From an optimization exercise on the open Yosys and OpenROAD flow, aimed at small area, a short achievable clock period and few clock cycles per item; shortcuts taken in it are not production practice.
RTL that was checked went through simulation tests only; none was proved equivalent to the original.

// sec_sha256
module sec_sha256 (
    input  wire         clk,
    input  wire         rst,       
    input  wire         start,     
    input  wire         first,     
    input  wire [511:0] block,     
    output wire         ready,
    output wire [255:0] digest     
);
clock: 11.0 ns
lec_check: 0
cap_margin: 20
core_margin: 2
core_utilization: 40
cts_buf_list: sky130_fd_sc_hd__clkbuf_16
cts_cluster_diameter: 150
cts_cluster_size: 20
slew_margin: 20
standard.sh (not shown) runs the stock make flow with config.mk's settings and CLKGATE_MAP_FILE= SYNTH_SCRIPT=/design/flow/synth_recipe.tcl, a recipe that flattens the netlist after the stock synthesis.
==> flow/flow/run.sh <==
#!/bin/bash
# Standard ORFS layout (the standard.sh) with two changes to how it is made:
#  * port buffers use the small sky130_fd_sc_hd__buf_1 instead of the default pick;
#  * timing repair aims for extra setup slack beyond the clock period.
set -euo pipefail
export BUFFER_PORTS_ARGS="-buffer_cell sky130_fd_sc_hd__buf_1"
export SETUP_SLACK_MARGIN=6.5
bash standard.sh > standard_sh.log 2>&1
Edit:
--- a/flow/design.v
+++ b/flow/design.v
@@ -6,44 +6,48 @@
     input  wire [511:0] block,     
     output wire         ready,
     output wire [255:0] digest     
 );
     localparam [255:0] IV = {32'h6a09e667, 32'hbb67ae85, 32'h3c6ef372, 32'ha54ff53a,
                              32'h510e527f, 32'h9b05688c, 32'h1f83d9ab, 32'h5be0cd19};
     localparam [31:0] K0 = 32'h428a2f98;
     reg       busy;
     reg       idle;     
     reg [5:0] cnt;      
     reg       last;     
     reg       fin;      
+    reg       nfin;     
     assign ready = ~busy;
     always @(posedge clk) begin
         if (rst) begin
             busy <= 1'b0;
             idle <= 1'b1;
             cnt  <= 6'd0;
             last <= 1'b0;
             fin  <= 1'b0;
+            nfin <= 1'b1;
         end else if (busy) begin
             cnt  <= cnt + 6'd1;
             last <= (cnt == 6'd63) & ~last;
             fin  <= ((cnt == 6'd60) | (cnt == 6'd61) | (cnt == 6'd62) | (cnt == 6'd63)) & ~last;
+            nfin <= ~(((cnt == 6'd60) | (cnt == 6'd61) | (cnt == 6'd62) | (cnt == 6'd63)) & ~last);
             if (last) begin
                 busy <= 1'b0;
                 idle <= 1'b1;
             end
         end else begin
             cnt  <= 6'd0;
             last <= 1'b0;
             fin  <= 1'b0;
+            nfin <= 1'b1;
             if (start) begin
                 busy <= 1'b1;
                 idle <= 1'b0;
             end
         end
     end
     wire [63:0] oh = 64'd1 << cnt;
     wire [31:0] k2;
     assign k2[0] = oh[0] | oh[1] | oh[2] | oh[3] | oh[5] | oh[7] | oh[9] | oh[12] | oh[14] | oh[18] | oh[23] | oh[25] | oh[26] | oh[27] | oh[28] | oh[29] | oh[30] | oh[33] | oh[35] | oh[37] | oh[38] | oh[39] | oh[41] | oh[42] | oh[44] | oh[49] | oh[50] | oh[52] | oh[53] | oh[55] | oh[59] | oh[60];
     assign k2[1] = oh[0] | oh[2] | oh[8] | oh[9] | oh[11] | oh[12] | oh[15] | oh[16] | oh[18] | oh[19] | oh[21] | oh[22] | oh[25] | oh[26] | oh[27] | oh[29] | oh[33] | oh[35] | oh[36] | oh[39] | oh[41] | oh[46] | oh[50] | oh[51] | oh[52] | oh[53] | oh[54] | oh[55] | oh[58] | oh[59] | oh[60] | oh[61];
     assign k2[2] = oh[0] | oh[1] | oh[4] | oh[5] | oh[8] | oh[10] | oh[11] | oh[12] | oh[13] | oh[15] | oh[16] | oh[17] | oh[18] | oh[20] | oh[23] | oh[25] | oh[27] | oh[29] | oh[30] | oh[32] | oh[34] | oh[36] | oh[37] | oh[43] | oh[44] | oh[46] | oh[48] | oh[49] | oh[52] | oh[54] | oh[55] | oh[56] | oh[60];
     assign k2[3] = oh[0] | oh[2] | oh[6] | oh[8] | oh[11] | oh[17] | oh[18] | oh[19] | oh[20] | oh[21] | oh[23] | oh[24] | oh[31] | oh[32] | oh[35] | oh[36] | oh[39] | oh[42] | oh[47] | oh[48] | oh[51] | oh[52] | oh[54] | oh[55] | oh[57] | oh[58] | oh[59];
@@ -93,44 +97,45 @@
                 G = G2; P = P2;
             end
             add32 = p ^ {G[30:0], 1'b0};
         end
     endfunction
     function [63:0] csa(input [31:0] x, input [31:0] y, input [31:0] z);
         csa = {((x & y) | (x & z) | (y & z)) << 1, x ^ y ^ z};
     endfunction
     reg [31:0] R0, R1, R2, R3, R4, R5, R6, R7;    
     reg [31:0] a, b, c, d, e, f, g;
     reg [31:0] W [0:15];    
     reg [31:0] p;           
-    wire [31:0] sa = add32(R3, a);    
     wire [31:0] se = add32(R7, e);    
     wire [31:0] s1_e = {e[5:0], e[31:6]} ^ {e[10:0], e[31:11]} ^ {e[24:0], e[31:25]};
     wire [31:0] ch   = (e & f) ^ (~e & g);
     wire [31:0] s0_a = {a[1:0], a[31:2]} ^ {a[12:0], a[31:13]} ^ {a[21:0], a[31:22]};
     wire [31:0] maj  = (a & b) | (a & c) | (b & c);
     wire [63:0] ca1 = csa(p, ch, maj);
     wire [63:0] ca2 = csa(ca1[31:0], ca1[63:32], s0_a);
     wire [63:0] ca3 = csa(ca2[31:0], ca2[63:32], s1_e);
     wire [31:0] a_new = add32(ca3[31:0], ca3[63:32]);
     wire [63:0] ce1 = csa(d, p, ch);
     wire [63:0] ce2 = csa(ce1[31:0], ce1[63:32], s1_e);
     wire [31:0] e_new = add32(ce2[31:0], ce2[63:32]);
     wire [31:0] w1   = W[1];
     wire [31:0] w14  = W[14];
     wire [31:0] ss0  = {w1[6:0], w1[31:7]} ^ {w1[17:0], w1[31:18]} ^ {3'b000, w1[31:3]};
     wire [31:0] ss1  = {w14[16:0], w14[31:17]} ^ {w14[18:0], w14[31:19]} ^ {10'b0, w14[31:10]};
     wire [63:0] cw1  = csa(ss1, ss0, W[9]);
     wire [63:0] cw2  = csa(cw1[31:0], cw1[63:32], W[0]);
-    wire [31:0] w_new = add32(cw2[31:0], cw2[63:32]);
+    wire [31:0] w_new = add32(({32{nfin}} & cw2[31:0])  | ({32{fin}} & R3),
+                              ({32{nfin}} & cw2[63:32]) | ({32{fin}} & a));
+    wire [31:0] sa    = w_new;    
     wire [31:0] h_init = first ? IV[31:0] : R7;
     wire [31:0] p_h    = ({32{busy}} & g)    | ({32{idle}} & h_init);
     wire [31:0] p_w    = ({32{busy}} & W[1]) | ({32{idle}} & block[511:480]);
     wire [63:0] p_cs   = csa(p_h, kn, p_w);
     wire [31:0] p_next = add32(p_cs[31:0], p_cs[63:32]);
     wire        ld_iv  = idle & start & first;    
     wire        hold   = ~fin & ~ld_iv;            
     wire        ld_r   = idle & ~first;            
     wire        ld_c   = idle & first;             
     integer i;
     always @(posedge clk) begin
         for (i = 0; i < 15; i = i + 1)
The changed run finished clean.
First-iteration DRC count climbs by a few percent.
Design area came out higher by a few percent.
Via count climbs slightly.
Core utilization came out higher by 1.3 points.
Hold slack gets better by 0.040 ns.
No run of this note included a check of the RTL's function; only the layout flow was run.


Another version of the RTL of sec_sha256 (not shown whole).
Size: about 5500 cells after synthesis, roughly 770 I/O pins, ~52000 um2 of cells after synthesis.
==> flow/config.mk <==
export PLATFORM = sky130hd
export DESIGN_NAME = sec_sha256
export DESIGN_NICKNAME = sec_sha256
export VERILOG_FILES = /design/flow/design.v
export SDC_FILE = /design/flow/constraint.sdc
export NUM_CORES = 4
export LEC_CHECK = 0
export CAP_MARGIN = 20
export CORE_MARGIN = 2
export CORE_UTILIZATION = 40
export CTS_BUF_LIST = sky130_fd_sc_hd__clkbuf_16
export CTS_CLUSTER_DIAMETER = 150
export CTS_CLUSTER_SIZE = 20
export SLEW_MARGIN = 20
==> flow/constraint.sdc <==
create_clock -name core_clock -period 11.0 [get_ports {clk}]
set_input_delay 2.2000 -clock core_clock [delete_from_list [all_inputs] [get_ports {clk}]]
set_output_delay 2.2000 -clock core_clock [all_outputs]
set_load 0.01 [all_outputs]
==> flow/flow/run.sh <==
#!/bin/bash
# Standard ORFS layout (the standard.sh) with two changes to how it is made:
#  * port buffers use the small sky130_fd_sc_hd__buf_1 instead of the default pick;
#  * timing repair aims for extra setup slack beyond the clock period.
set -euo pipefail
export BUFFER_PORTS_ARGS="-buffer_cell sky130_fd_sc_hd__buf_1"
export SETUP_SLACK_MARGIN=6
bash standard.sh > standard_sh.log 2>&1
The baseline went through all stages and came out clean.
==> next run, changes <==
--- a/flow/design.v
+++ b/flow/design.v
@@ -100,61 +100,55 @@
         csa = {((x & y) | (x & z) | (y & z)) << 1, x ^ y ^ z};
     endfunction
     reg [31:0] R0, R1, R2, R3, R4, R5, R6, R7;    
     reg [31:0] a, b, c, d, e, f, g;
     reg [31:0] W [0:15];    
     reg [31:0] ps, pc;      
     wire [31:0] se = add32(R7, e);    
     wire [31:0] s1_e = {e[5:0], e[31:6]} ^ {e[10:0], e[31:11]} ^ {e[24:0], e[31:25]};
     wire [31:0] ch   = (e & f) ^ (~e & g);
     wire [31:0] s0_a = {a[1:0], a[31:2]} ^ {a[12:0], a[31:13]} ^ {a[21:0], a[31:22]};
     wire [31:0] maj  = (a & b) | (a & c) | (b & c);
     wire [63:0] cq  = csa(ps, pc, ch);
-    wire [63:0] ca1 = {((s0_a & s1_e) | (s0_a & maj) | (s1_e & maj)) << 1,
-                       {a[1:0], a[31:2]} ^ {a[12:0], a[31:13]} ^ {a[21:0], a[31:22]} ^
-                       {e[5:0], e[31:6]} ^ {e[10:0], e[31:11]} ^ {e[24:0], e[31:25]} ^ maj};
+    wire [63:0] ca1 = csa(s0_a, s1_e, maj);
     wire [63:0] ca2 = csa(cq[31:0], cq[63:32], ca1[31:0]);
     wire [63:0] ca3 = csa(ca2[31:0], ca2[63:32], ca1[63:32]);
     wire [31:0] a_new = add32(ca3[31:0], ca3[63:32]);
     wire [63:0] ce1 = csa(cq[31:0], cq[63:32], d);
     wire [63:0] ce2 = csa(ce1[31:0], ce1[63:32], s1_e);
     wire [31:0] e_new = add32(ce2[31:0], ce2[63:32]);
     wire [31:0] w1   = W[1];
     wire [31:0] w14  = W[14];
     wire [31:0] ss0  = {w1[6:0], w1[31:7]} ^ {w1[17:0], w1[31:18]} ^ {3'b000, w1[31:3]};
     wire [31:0] ss1  = {w14[16:0], w14[31:17]} ^ {w14[18:0], w14[31:19]} ^ {10'b0, w14[31:10]};
     wire [63:0] cw1  = csa(ss1, ss0, W[9]);
     wire [63:0] cw2  = csa(cw1[31:0], cw1[63:32], W[0]);
     wire [31:0] w_new = add32(({32{nfin}} & cw2[31:0])  | ({32{fin}} & R3),
                               ({32{nfin}} & cw2[63:32]) | ({32{fin}} & a));
     wire [31:0] sa    = w_new;    
     wire [31:0] h_init = first ? IV[31:0] : R7;
     wire [63:0] p_run  = csa(g, kn, W[1]);
     wire [63:0] p_init = csa(h_init, K0, block[511:480]);
-    wire        ld_iv  = idle & start & first;    
-    wire        hold   = ~fin & ~ld_iv;            
-    wire        ld_r   = idle & ~first;            
-    wire        ld_c   = idle & first;             
+    wire        ld_iv  = ~busy & start & first;
     integer i;
     always @(posedge clk) begin
         for (i = 0; i < 15; i = i + 1)
             W[i] <= ({32{busy}} & W[i+1]) | ({32{idle}} & block[511 - 32*i -: 32]);
         W[15] <= ({32{busy}} & w_new) | ({32{idle}} & block[31:0]);
         {pc, ps} <= ({64{busy}} & p_run) | ({64{idle}} & p_init);
-        a <= ({32{busy}} & a_new) | ({32{ld_r}} & R0) | ({32{ld_c}} & IV[255:224]);
-        b <= ({32{busy}} & a)     | ({32{ld_r}} & R1) | ({32{ld_c}} & IV[223:192]);
-        c <= ({32{busy}} & b)     | ({32{ld_r}} & R2) | ({32{ld_c}} & IV[191:160]);
-        d <= ({32{busy}} & c)     | ({32{ld_r}} & R3) | ({32{ld_c}} & IV[159:128]);
-        e <= ({32{busy}} & e_new) | ({32{ld_r}} & R4) | ({32{ld_c}} & IV[127:96]);
-        f <= ({32{busy}} & e)     | ({32{ld_r}} & R5) | ({32{ld_c}} & IV[95:64]);
-        g <= ({32{busy}} & f)     | ({32{ld_r}} & R6) | ({32{ld_c}} & IV[63:32]);
-        R0 <= ({32{fin}} & sa) | ({32{hold}} & R0) | ({32{ld_iv}} & IV[255:224]);
-        R1 <= ({32{fin}} & R0) | ({32{hold}} & R1) | ({32{ld_iv}} & IV[223:192]);
-        R2 <= ({32{fin}} & R1) | ({32{hold}} & R2) | ({32{ld_iv}} & IV[191:160]);
-        R3 <= ({32{fin}} & R2) | ({32{hold}} & R3) | ({32{ld_iv}} & IV[159:128]);
-        R4 <= ({32{fin}} & se) | ({32{hold}} & R4) | ({32{ld_iv}} & IV[127:96]);
-        R5 <= ({32{fin}} & R4) | ({32{hold}} & R5) | ({32{ld_iv}} & IV[95:64]);
-        R6 <= ({32{fin}} & R5) | ({32{hold}} & R6) | ({32{ld_iv}} & IV[63:32]);
-        R7 <= ({32{fin}} & R6) | ({32{hold}} & R7) | ({32{ld_iv}} & IV[31:0]);
+        a <= ({32{busy}} & a_new) | ({32{idle}} & (first ? IV[255:224] : R0));
+        b <= ({32{busy}} & a)     | ({32{idle}} & (first ? IV[223:192] : R1));
+        c <= ({32{busy}} & b)     | ({32{idle}} & (first ? IV[191:160] : R2));
+        d <= ({32{busy}} & c)     | ({32{idle}} & (first ? IV[159:128] : R3));
+        e <= ({32{busy}} & e_new) | ({32{idle}} & (first ? IV[127:96]  : R4));
+        f <= ({32{busy}} & e)     | ({32{idle}} & (first ? IV[95:64]   : R5));
+        g <= ({32{busy}} & f)     | ({32{idle}} & (first ? IV[63:32]   : R6));
+        if (ld_iv) begin
+            {R0, R1, R2, R3} <= IV[255:128];
+            {R4, R5, R6, R7} <= IV[127:0];
+        end else if (fin) begin
+            R0 <= sa; R1 <= R0; R2 <= R1; R3 <= R2;
+            R4 <= se; R5 <= R4; R6 <= R5; R7 <= R6;
+        end
     end
     assign digest = {R0, R1, R2, R3, R4, R5, R6, R7};
 endmodule
The new run finished with timing, DRC and antenna clean.
Register-to-register slack improves by 90 ps.
Worst setup slack improves by 93 ps.
Critical path depth climbs by 7.
Via count came out lower by 1.8%.
Utilization went up by 0.63 points.
Routed wire length goes up by 0.56%.
Synthesized cell count goes down by 3.3%.
Design area came out higher by 1.2%.
Testbench counts after the change, summed over its fixed seeds: cycles 25,806, blocks 391.
Only the layout flow was run in the first run of this note; the RTL was not checked for function there.

afterwards: timing with drivers on the ports:
How much do the figures lean on ideal ports? The routed layouts below were timed once more, with nothing changed but the port constraints.
Step 1 sets driving cells, clkbuf_16 on the clock port and buf_2 on the other inputs (assumed; they add their load-dependent delay and slew).
Step 2 moves the port delays by t, midway between the first and last clock arrival at a register: inputs arrive t later, outputs are due t later. That takes back most of the time a late clock gives input paths.
Slacks: ideal ports / drivers / drivers and shift; pairs: ideal ports / drivers.
run	t, ns	setup WS [ns]	worst data-port slew with drivers (ns)
the first run of note 1	0.781	6.148 / 6.009 / 5.227	0.22
the second run of note 1	0.797	6.101 / 6.101 / 5.396	0.21
the first run of note 2	0.792	5.965 / 5.965 / 5.562	0.18
the second run of note 2	0.774	6.058 / 6.058 / 5.960	0.22
After both steps every run listed still meets setup and hold. For the first run of note 1, which loses most, drivers alone change the setup slack by -0.139 ns; drivers and shift together by -0.921 ns.
